Context: an optimization exercise on an open-source flow, tuned for small area and a short achievable clock period. The choices shown serve that exercise and are no tape-out recipe.
The RTL was checked by simulation tests, not by an equivalence proof against the original design.
Power and IR drop assume default switching activity.

## run A
// tally_fmul
module tally_fmul (
    input  wire        clk,
    input  wire        rst,         
    input  wire        in_valid,
    input  wire [31:0] in_a,
    input  wire [31:0] in_b,
    input  wire [2:0]  in_rm,       
    output reg         out_valid,
    output reg  [31:0] out_res,
    output reg  [4:0]  out_flags    
);
Size in the first run: about 2600 cells after synthesis, roughly 26000 sq um of cells after synthesis.
Settings: LEC_CHECK=0, CAP_MARGIN=20, CORE_MARGIN=2, CORE_UTILIZATION=40, CTS_CLUSTER_DIAMETER=100, CTS_CLUSTER_SIZE=16, SLEW_MARGIN=20; clock period 18.0 ns.
standard.sh (not shown) runs the stock make flow with config.mk's settings and CLKGATE_MAP_FILE= SYNTH_SCRIPT=/design/flow/synth_recipe.tcl, a recipe that flattens the netlist after the stock synthesis.
==> flow/flow/run.sh <==
#!/bin/bash
set -euo pipefail
WORK=$(cd "$(dirname "$0")/.." && pwd)
cd "$WORK"
R=$WORK/orfs/results/sky130hd/tally_fmul/base
LIB=$FLOW_HOME/platforms/sky130hd/lib/sky130_fd_sc_hd__tt_025C_1v80.lib
MARGIN=${MARGIN:-13.4}

bash standard.sh synth > "$WORK/log_synth.txt" 2>&1
cp "$R/1_2_yosys.v" "$R/1_2_yosys_standard.v"
python3 "$WORK/flow/fixpol.py" "$LIB" "$R/1_2_yosys_standard.v" "$R/1_2_yosys.v" > "$WORK/log_fixpol.txt" 2>&1
rm -f "$R/1_synth.odb" "$R/1_synth.sdc"

bash standard.sh "BUFFER_PORTS_ARGS=-buffer_cell sky130_fd_sc_hd__buf_2" \
    "SETUP_SLACK_MARGIN=$MARGIN" \
    finish > "$WORK/log_layout.txt" 2>&1
test -f "$WORK/out/final.def"
Other scripts of this flow, unchanged in this note and not shown: flow/flow/fixpol.py
Both conditions hold for run A: the flow ran to the end and the final layout passed the timing, DRC and antenna checks.
Setup changes, run A to run B
- CORE_UTILIZATION changed from 40 to 55
### Flow results
- In run B, clock network contribution to total cell area is lower than in run A.
- Looking at setup slack after layout, run B sits 0.018 ns lower than run A does.
- Switching power share of the total: run B higher than run A
- | reported leakage power | run B vs run A | about 0.8% lower |
- Taking run A as the reference, in run B non-clock buffer instance count of the final layout shows a reduction of 3, met3 usage in global routing higher.
- Changes observed in run B relative to run A: via count higher; number of post-CTS setup repair buffers picked up an extra about 50%; final cell count now smaller; total global routing track utilization rose 9.8 points.
### run B -> run C
- CORE_UTILIZATION: 55 -> 40
- CTS_CLUSTER_SIZE: 16 -> 20
--- a/flow/flow/run.sh
+++ b/flow/flow/run.sh
@@ -12,5 +12,5 @@
 rm -f "$R/1_synth.odb" "$R/1_synth.sdc"
 
-bash standard.sh "BUFFER_PORTS_ARGS=-buffer_cell sky130_fd_sc_hd__buf_2" \
+bash standard.sh "BUFFER_PORTS_ARGS=-buffer_cell sky130_fd_sc_hd__buf_1" \
     "SETUP_SLACK_MARGIN=$MARGIN" \
     finish > "$WORK/log_layout.txt" 2>&1
Findings:
- The total area of sequential cells on run C is in line with that on run B.
- Run B was carried through to the last stage, and its layout satisfied the timing, DRC and antenna checks.
- Run C was carried through to the last stage, and its layout satisfied the timing, DRC and antenna checks.
- Changes observed in run C relative to run B: number of logic inverters in the finished layout lost 2, total setup buffers inserted after CTS shrank by 16%, internal cell power held steady, final instance area now sits higher.
- Relative to run B, run C improves first-iteration DRC count.
- Row instance area after placement: run C higher / run B lower
- In the flow results for run B and run C, the worst setup slack is smaller on run B.
- Between run B and run C, share of power burned in combinational logic decreased.
- Looking at run B and run C, the global-route wire length before repair is a wash.
- out_res[11] as the first element of the critical path was reported by run B, and out_res[24] by run C.
Input-level comparison between run D and run C:
--- a/flow/flow/run.sh
+++ b/flow/flow/run.sh
@@ -12,5 +12,5 @@
 rm -f "$R/1_synth.odb" "$R/1_synth.sdc"
 
-bash standard.sh "BUFFER_PORTS_ARGS=-buffer_cell sky130_fd_sc_hd__buf_1" \
+bash standard.sh "BUFFER_PORTS_ARGS=-buffer_cell sky130_fd_sc_hd__buf_2" \
     "SETUP_SLACK_MARGIN=$MARGIN" \
     finish > "$WORK/log_layout.txt" 2>&1
Notes after the runs:
As far as total number of clock tree sinks goes, run D and run C are indistinguishable; the numbers are identical. The slew of the pin with the lowest slew margin reported for run D is greater than that of run C by 0.0090 ns. Summary of run D over run C: non-clock buffer count went down; area growth from synthesis to layout went up by 0.54 points; share of final-layout standard cells stronger than drive strength 1 rose by 2.5 points. Clock network fraction of total power (higher): run D. First-pass iteration count of the detailed router ends up higher on run C. Compared with run C, final-layout clock buffer total in run D decreased by a few percent.
Changes in run E relative to run D:
- swapping 20 for 16 in CTS_CLUSTER_SIZE
--- a/flow/flow/run.sh
+++ b/flow/flow/run.sh
@@ -5,5 +5,5 @@
 R=$WORK/orfs/results/sky130hd/tally_fmul/base
 LIB=$FLOW_HOME/platforms/sky130hd/lib/sky130_fd_sc_hd__tt_025C_1v80.lib
-MARGIN=${MARGIN:-13.4}
+MARGIN=${MARGIN:-13.5}
 
 bash standard.sh synth > "$WORK/log_synth.txt" 2>&1
[summary]
On signed area change from the synthesized netlist to the final layout: between run E and run D, it ends up lower for run D. Re met3 capacity usage during global routing: run E and run D aren't equal, and the higher value belongs to run E. Run E against run D: post-layout net count grew by about 0.45%, number of multi-input combinational cells has remained practically unchanged, final critical delay including setup and external delays went down, sequential power went up by about 0.5%. The final worst-path cycle share of run E and that of run D are within noise of each other. Run E vs. run D: clock skew went up by 0.012 ns.

afterwards: timing with drivers on the ports:
In the flow no input, the clock included, has a driving cell. The finished layouts below were timed again as built, in two steps. Step 1: set_driving_cell puts a clkbuf_16 on clk and a buf_2 on each other input, an assumption about the parent block. Step 2, shift: input delay + t, output delay - t, t = (earliest + latest rising clock arrival at the registers) / 2. This alone moves slack from input paths to output paths. Slacks: ideal / step 1 / step 2; pairs: ideal / step 1.
run	shift t [ns]	slack for setup (ns)	slew at the worst register clock pin (ns)
run A	0.625	13.405 / 13.346 / 13.459	0.08 / 0.08
run B	0.630	13.386 / 13.324 / 13.426	0.08 / 0.08
run C	0.619	13.393 / 13.329 / 13.433	0.08 / 0.08
run D	0.615	13.401 / 13.346 / 13.413	0.09 / 0.09
run E	0.627	13.411 / 13.349 / 13.520	0.08 / 0.08
After both steps setup and hold are still met in every run listed.
